From an optimization exercise on the open Yosys and OpenROAD flow, aimed at small area, a short achievable clock period and few clock cycles per item; shortcuts taken in it are not production practice.
RTL that was checked went through simulation tests only; none was proved equivalent to the original.

==> inputs of run a <==
Design sr_bf16, start of the top module:
module sr_bf16 (
    input  wire        clk,
    input  wire        rst,
    input  wire        cfg_load,
    input  wire [63:0] cfg_seed,
    input  wire [63:0] cfg_step,
    input  wire [63:0] cfg_idx_base,
    input  wire [63:0] cfg_idx_stride,
    input  wire        in_valid,
    output reg         in_ready,
    input  wire [31:0] in_data,
    output reg         out_valid,
    input  wire        out_ready,
    output reg  [15:0] out_data
);
Settings: LEC_CHECK=0, CAP_MARGIN=20, CORE_MARGIN=2, CORE_UTILIZATION=40, PLACE_DENSITY=0.6, SLEW_MARGIN=20; clock period 60.0 ns.
standard.sh (not shown) runs the stock make flow with config.mk's settings and CLKGATE_MAP_FILE= SYNTH_SCRIPT=/design/flow/synth_recipe.tcl, a recipe that flattens the netlist after the stock synthesis.
==> flow/flow/run.sh <==
#!/bin/bash
# The standard layout (standard.sh: ORFS from the standard synthesis to
# finish, unchanged), except that
# - buffer_ports gives the ports sky130_fd_sc_hd__buf_2 buffers instead of
#   the cell it picks by default;
# - the global placement and resizing steps cap the fanout of nets at 16
#   (flow/fanout.tcl), so high-fanout nets are buffered as trees.
# make's output goes to flow.log; each ORFS step logs under orfs/logs/.
set -euo pipefail
export BUFFER_PORTS_ARGS="-buffer_cell sky130_fd_sc_hd__buf_2"
export PRE_GLOBAL_PLACE_TCL="$PWD/flow/fanout.tcl"
export PRE_RESIZE_TCL="$PWD/flow/fanout.tcl"
bash standard.sh finish > flow.log 2>&1
==> flow/flow/fanout.tcl <==
# Placement-step hook: cap the fanout of every net, so that repair_design
# splits the key-record load strobe and the other wide nets into trees of
# buffers instead of long chains.
set_max_fanout 16 [current_design]
==> inputs of run b, as changes to run a <==
--- a/flow/design.v
+++ b/flow/design.v
@@ -119,77 +119,94 @@
     integer j;
     reg  [2:0] rq_n;          
     reg  [3:0] gen_n;
     reg          x_v;          
     always @* begin
-        gen_n = rq_n + p1_v + p2_v + p3_v;
-    end
-    wire issue = gen_n - x_v < 4'd4;
+        gen_n = rq_n + pa_v + p1_v + p2_v + p3_v + p4_v;
+    end
+    wire issue = gen_n - x_v < 4'd6;
+    reg [31:0] pa, pb;
+    reg        pa_v;
+    always @(posedge clk) begin
+        pa   <= add3(idx[31:0], idx[63:32], k0[0]);
+        pb   <= idx[63:32];
+        pa_v <= !rst && !cfg_load && issue;
+    end
     reg [127:0] h0;
     always @* begin
-        h0 = {idx[31:0], idx[63:32], step[31:0], step[63:32]};
-        for (j = 0; j < 4; j = j + 1)
+        h0 = {pa, pb, step[31:0], rotl(step[63:32] ^ pa, 16)};
+        for (j = 1; j < 4; j = j + 1)
             h0 = sr_step(h0, k0[j / 4], k1[j / 4], j);
         h0[127:96] = add2(h0[127:96], k0[1]);
     end
     reg [127:0] p1_st;
     reg         p1_v;
     always @(posedge clk) begin
         p1_st <= h0;
-        p1_v  <= !rst && !cfg_load && issue;
+        p1_v  <= !rst && !cfg_load && pa_v;
     end
     reg [127:0] h1;
     always @* begin
         h1 = p1_st;
         h1 = sr_step_nk(h1, 4);    
-        for (j = 5; j < 8; j = j + 1)
+        for (j = 5; j < 7; j = j + 1)
             h1 = sr_step(h1, k0[j / 4], k1[j / 4], j);
-        h1[127:96] = add2(h1[127:96], k0[2]);
     end
     reg [127:0] p2_st;
     reg         p2_v;
     always @(posedge clk) begin
         p2_st <= h1;
         p2_v  <= !rst && !cfg_load && p1_v;
     end
     reg [127:0] h2;
     always @* begin
         h2 = p2_st;
-        h2 = sr_step_nk(h2, 8);    
-        for (j = 9; j < 12; j = j + 1)
+        for (j = 7; j < 10; j = j + 1)
             h2 = sr_step(h2, k0[j / 4], k1[j / 4], j);
-        h2[127:96] = add2(h2[127:96], k0[3]);
     end
     reg [127:0] p3_st;
     reg         p3_v;
     always @(posedge clk) begin
         p3_st <= h2;
         p3_v  <= !rst && !cfg_load && p2_v;
     end
     reg [127:0] h3;
     always @* begin
         h3 = p3_st;
-        h3 = sr_step_nk(h3, 12);    
-        for (j = 13; j < 16; j = j + 1)
+        for (j = 10; j < 13; j = j + 1)
             h3 = sr_step(h3, k0[j / 4], k1[j / 4], j);
-    end
-    wire [31:0] rnd  = h3[127:96] ^ h3[95:64] ^ h3[63:32] ^ h3[31:0];
-    wire        push = p3_v;
-    reg [15:0] rq [0:3];
-    reg [1:0]  rq_wr, rq_rd;
+        h3[63:32] = add2(h3[63:32], k1[3]);
+    end
+    reg [127:0] p4_st;
+    reg         p4_v;
+    always @(posedge clk) begin
+        p4_st <= h3;
+        p4_v  <= !rst && !cfg_load && p3_v;
+    end
+    reg [127:0] h4;
+    always @* begin
+        h4 = p4_st;
+        h4 = sr_step_nk(h4, 13);    
+        for (j = 14; j < 16; j = j + 1)
+            h4 = sr_step(h4, k0[j / 4], k1[j / 4], j);
+    end
+    wire [31:0] rnd  = h4[127:96] ^ h4[95:64] ^ h4[63:32] ^ h4[31:0];
+    wire        push = p4_v;
+    reg [15:0] rq [0:5];
+    reg [2:0]  rq_wr, rq_rd;
     wire [15:0] r_head = rq[rq_rd];
     always @(posedge clk) begin
         if (push)
             rq[rq_wr] <= rnd[15:0];
         if (rst || cfg_load) begin
             rq_n  <= 3'd0;
-            rq_wr <= 2'd0;
-            rq_rd <= 2'd0;
+            rq_wr <= 3'd0;
+            rq_rd <= 3'd0;
         end else begin
             rq_n  <= rq_n + push - x_v;
-            if (push) rq_wr <= (rq_wr == 2'd3) ? 2'd0 : rq_wr + 1'b1;
-            if (x_v)  rq_rd <= (rq_rd == 2'd3) ? 2'd0 : rq_rd + 1'b1;
+            if (push) rq_wr <= (rq_wr == 3'd5) ? 3'd0 : rq_wr + 1'b1;
+            if (x_v)  rq_rd <= (rq_rd == 3'd5) ? 3'd0 : rq_rd + 1'b1;
         end
         if (cfg_load) begin
             seed   <= cfg_seed;
             step   <= cfg_step;
             stride <= cfg_idx_stride;
@@ -207,11 +224,11 @@
     end
     wire [15:0] res = sr_round(x_q, r_head);
     reg  [2:0]  t;
     reg  [15:0] q1, q2;
     wire        pop = t[0] && out_ready;
-    wire [3:0] r_av = rq_n + push + p2_v - x_v;
+    wire [3:0] r_av = rq_n + push + p3_v - x_v;
     wire r_ok0 = r_av >= 4'd1;      
     wire r_ok1 = r_av >= 4'd2;      
     wire [2:0] o_n = t[0] + t[1] + t[2] + x_v;
     wire o_ok00 = o_n <= 3'd2;          
     wire o_ok01 = o_n <= 3'd1;          
==> flow/flow/run.sh (replaced) <==
#!/bin/bash
# The standard layout (standard.sh: ORFS from the standard synthesis to
# finish, unchanged), except that
# - buffer_ports gives the ports sky130_fd_sc_hd__buf_2 buffers instead of
#   the cell it picks by default;
# - the global placement and resizing steps cap the fanout of nets at 32
#   (flow/fanout.tcl), so high-fanout nets are buffered as trees.
# make's output goes to flow.log; each ORFS step logs under orfs/logs/.
set -euo pipefail
export BUFFER_PORTS_ARGS="-buffer_cell sky130_fd_sc_hd__buf_2"
export PRE_GLOBAL_PLACE_TCL="$PWD/flow/fanout.tcl"
export PRE_RESIZE_TCL="$PWD/flow/fanout.tcl"
bash standard.sh finish > flow.log 2>&1
==> flow/flow/fanout.tcl (replaced) <==
# Placement-step hook: cap the fanout of every net, so that repair_design
# splits the key-record load strobe and the other wide nets into trees of
# buffers instead of long chains.
set_max_fanout 32 [current_design]
==> inputs of run c, as changes to run a <==
--- a/flow/design.v
+++ b/flow/design.v
@@ -89,21 +89,10 @@
                 default: begin c = add2(c, d); b = rotl(b ^ c, 7); end
             endcase
             sr_step = {a, b, c, d};
         end
     endfunction
-    function [127:0] sr_step_nk;
-        input [127:0] st;
-        input integer j;
-        reg [31:0] a, b, c, d;
-        begin
-            a = st[127:96]; b = st[95:64]; c = st[63:32]; d = st[31:0];
-            if (j % 4 == 0) begin a = add2(a, b); d = rotl(d ^ a, 16); end
-            else            begin c = add2(c, d); b = rotl(b ^ c, 12); end
-            sr_step_nk = {a, b, c, d};
-        end
-    endfunction
     function [15:0] sr_round;
         input [31:0] x;
         input [15:0] r;
         reg [16:0] lo;
         begin
@@ -119,77 +108,90 @@
     integer j;
     reg  [2:0] rq_n;          
     reg  [3:0] gen_n;
     reg          x_v;          
     always @* begin
-        gen_n = rq_n + p1_v + p2_v + p3_v;
-    end
-    wire issue = gen_n - x_v < 4'd4;
+        gen_n = rq_n + pa_v + p1_v + p2_v + p3_v + p4_v;
+    end
+    wire issue = gen_n - x_v < 4'd6;
+    reg [31:0] pa, pb;
+    reg        pa_v;
+    always @(posedge clk) begin
+        pa   <= add3(idx[31:0], idx[63:32], k0[0]);
+        pb   <= idx[63:32];
+        pa_v <= !rst && !cfg_load && issue;
+    end
     reg [127:0] h0;
     always @* begin
-        h0 = {idx[31:0], idx[63:32], step[31:0], step[63:32]};
-        for (j = 0; j < 4; j = j + 1)
+        h0 = {pa, pb, step[31:0], rotl(step[63:32] ^ pa, 16)};
+        for (j = 1; j < 4; j = j + 1)
             h0 = sr_step(h0, k0[j / 4], k1[j / 4], j);
-        h0[127:96] = add2(h0[127:96], k0[1]);
     end
     reg [127:0] p1_st;
     reg         p1_v;
     always @(posedge clk) begin
         p1_st <= h0;
-        p1_v  <= !rst && !cfg_load && issue;
+        p1_v  <= !rst && !cfg_load && pa_v;
     end
     reg [127:0] h1;
     always @* begin
         h1 = p1_st;
-        h1 = sr_step_nk(h1, 4);    
-        for (j = 5; j < 8; j = j + 1)
+        for (j = 4; j < 7; j = j + 1)
             h1 = sr_step(h1, k0[j / 4], k1[j / 4], j);
-        h1[127:96] = add2(h1[127:96], k0[2]);
     end
     reg [127:0] p2_st;
     reg         p2_v;
     always @(posedge clk) begin
         p2_st <= h1;
         p2_v  <= !rst && !cfg_load && p1_v;
     end
     reg [127:0] h2;
     always @* begin
         h2 = p2_st;
-        h2 = sr_step_nk(h2, 8);    
-        for (j = 9; j < 12; j = j + 1)
+        for (j = 7; j < 10; j = j + 1)
             h2 = sr_step(h2, k0[j / 4], k1[j / 4], j);
-        h2[127:96] = add2(h2[127:96], k0[3]);
     end
     reg [127:0] p3_st;
     reg         p3_v;
     always @(posedge clk) begin
         p3_st <= h2;
         p3_v  <= !rst && !cfg_load && p2_v;
     end
     reg [127:0] h3;
     always @* begin
         h3 = p3_st;
-        h3 = sr_step_nk(h3, 12);    
+        for (j = 10; j < 13; j = j + 1)
+            h3 = sr_step(h3, k0[j / 4], k1[j / 4], j);
+    end
+    reg [127:0] p4_st;
+    reg         p4_v;
+    always @(posedge clk) begin
+        p4_st <= h3;
+        p4_v  <= !rst && !cfg_load && p3_v;
+    end
+    reg [127:0] h4;
+    always @* begin
+        h4 = p4_st;
         for (j = 13; j < 16; j = j + 1)
-            h3 = sr_step(h3, k0[j / 4], k1[j / 4], j);
-    end
-    wire [31:0] rnd  = h3[127:96] ^ h3[95:64] ^ h3[63:32] ^ h3[31:0];
-    wire        push = p3_v;
-    reg [15:0] rq [0:3];
-    reg [1:0]  rq_wr, rq_rd;
+            h4 = sr_step(h4, k0[j / 4], k1[j / 4], j);
+    end
+    wire [31:0] rnd  = h4[127:96] ^ h4[95:64] ^ h4[63:32] ^ h4[31:0];
+    wire        push = p4_v;
+    reg [15:0] rq [0:5];
+    reg [2:0]  rq_wr, rq_rd;
     wire [15:0] r_head = rq[rq_rd];
     always @(posedge clk) begin
         if (push)
             rq[rq_wr] <= rnd[15:0];
         if (rst || cfg_load) begin
             rq_n  <= 3'd0;
-            rq_wr <= 2'd0;
-            rq_rd <= 2'd0;
+            rq_wr <= 3'd0;
+            rq_rd <= 3'd0;
         end else begin
             rq_n  <= rq_n + push - x_v;
-            if (push) rq_wr <= (rq_wr == 2'd3) ? 2'd0 : rq_wr + 1'b1;
-            if (x_v)  rq_rd <= (rq_rd == 2'd3) ? 2'd0 : rq_rd + 1'b1;
+            if (push) rq_wr <= (rq_wr == 3'd5) ? 3'd0 : rq_wr + 1'b1;
+            if (x_v)  rq_rd <= (rq_rd == 3'd5) ? 3'd0 : rq_rd + 1'b1;
         end
         if (cfg_load) begin
             seed   <= cfg_seed;
             step   <= cfg_step;
             stride <= cfg_idx_stride;
@@ -207,11 +209,11 @@
     end
     wire [15:0] res = sr_round(x_q, r_head);
     reg  [2:0]  t;
     reg  [15:0] q1, q2;
     wire        pop = t[0] && out_ready;
-    wire [3:0] r_av = rq_n + push + p2_v - x_v;
+    wire [3:0] r_av = rq_n + push + p3_v - x_v;
     wire r_ok0 = r_av >= 4'd1;      
     wire r_ok1 = r_av >= 4'd2;      
     wire [2:0] o_n = t[0] + t[1] + t[2] + x_v;
     wire o_ok00 = o_n <= 3'd2;          
     wire o_ok01 = o_n <= 3'd1;          
==> flow/run.sh (new file) <==
#!/bin/bash
# synth_recipe.tcl (not shown) runs the flow's synth.tcl, then flattens the netlist and writes it again
# the make line also repeats each setting of config.mk as NAME=value (left out here)
make -C /OpenROAD-flow-scripts/flow DESIGN_CONFIG=/design/flow/config.mk WORK_HOME=/design/flow/orfs CLKGATE_MAP_FILE= SYNTH_SCRIPT=/design/flow/synth_recipe.tcl finish
removed: flow/flow/run.sh
removed: flow/flow/fanout.tcl
removed: flow/standard.sh
==> notes <==
Run b completed without violations. Run a went through all stages and came out clean. Run c went through all stages and came out clean.
Fmax, lowest first: run a, run c, run b.
In die area, run b and run c hardly differ.
Wire length, lowest first: run a, run b, run c.
==> figures <==
Clk tree area frac: run a 5.02%; run c 5.47%; run b 5.78%
Top-count cell post-synth: run a ha_1; run c inv_1; run b ha_1
Endpoint kind of the worst setup timing path: run a register; run c primary output; run b register
Inverters excl. clock: run a 450; run c 654; run b 413
Global-route wire length before repair: run a 313000 um; run c 318000 um; run b 318000 um
Simple-Gate Fraction of Synth Area: run a 9.42%; run c 7.47%; run b 8.71%
Startpoint of the worst-slack reg-to-reg timing path: run a p1_st[66]; run c seed[1]; run b step[50]
Status: run a no timing/DRC/antenna violations; run c no timing/DRC/antenna violations; run b no timing/DRC/antenna violations
Portion of the post-synthesis area used by sequential elements: run a 33.2%; run c 38.3%; run b 38.3%
Setup slack at placement: run a 44670 ps; run c 45620 ps; run b 45520 ps
Testbench counts of run b, summed over its fixed seeds: cycles 24,056, items 24,000.
Function not checked in run a and run c: the RTL went through the layout flow alone.

separate check: timing with driven ports:
How much do the figures lean on ideal ports? The routed layouts below were timed once more, with nothing changed but the port constraints.
Step 1: set_driving_cell puts a clkbuf_16 on clk and a buf_2 on each other input, an assumption about the parent block.
Step 2 also shifts input and output timing later by t, the mid clock arrival at the registers, as if the neighbouring blocks saw the same clock.
Three values: no drivers, after step 1, after step 2; two values: the first two.
run | shift t [ns] | setup slack, ns | slew at the worst register clock pin (ns)
run a | 0.786 | 44.229 / 44.229 / 44.229 | 0.07 / 0.07
run b | 0.832 | 46.375 / 46.429 / 45.597 | 0.07 / 0.07
run c | 0.827 | 46.282 / 46.198 / 45.581 | 0.07 / 0.07
After both steps setup and hold are still met in every run listed. For run b, which loses most, drivers alone change the setup slack by +0.054 ns; drivers and shift together by -0.778 ns.
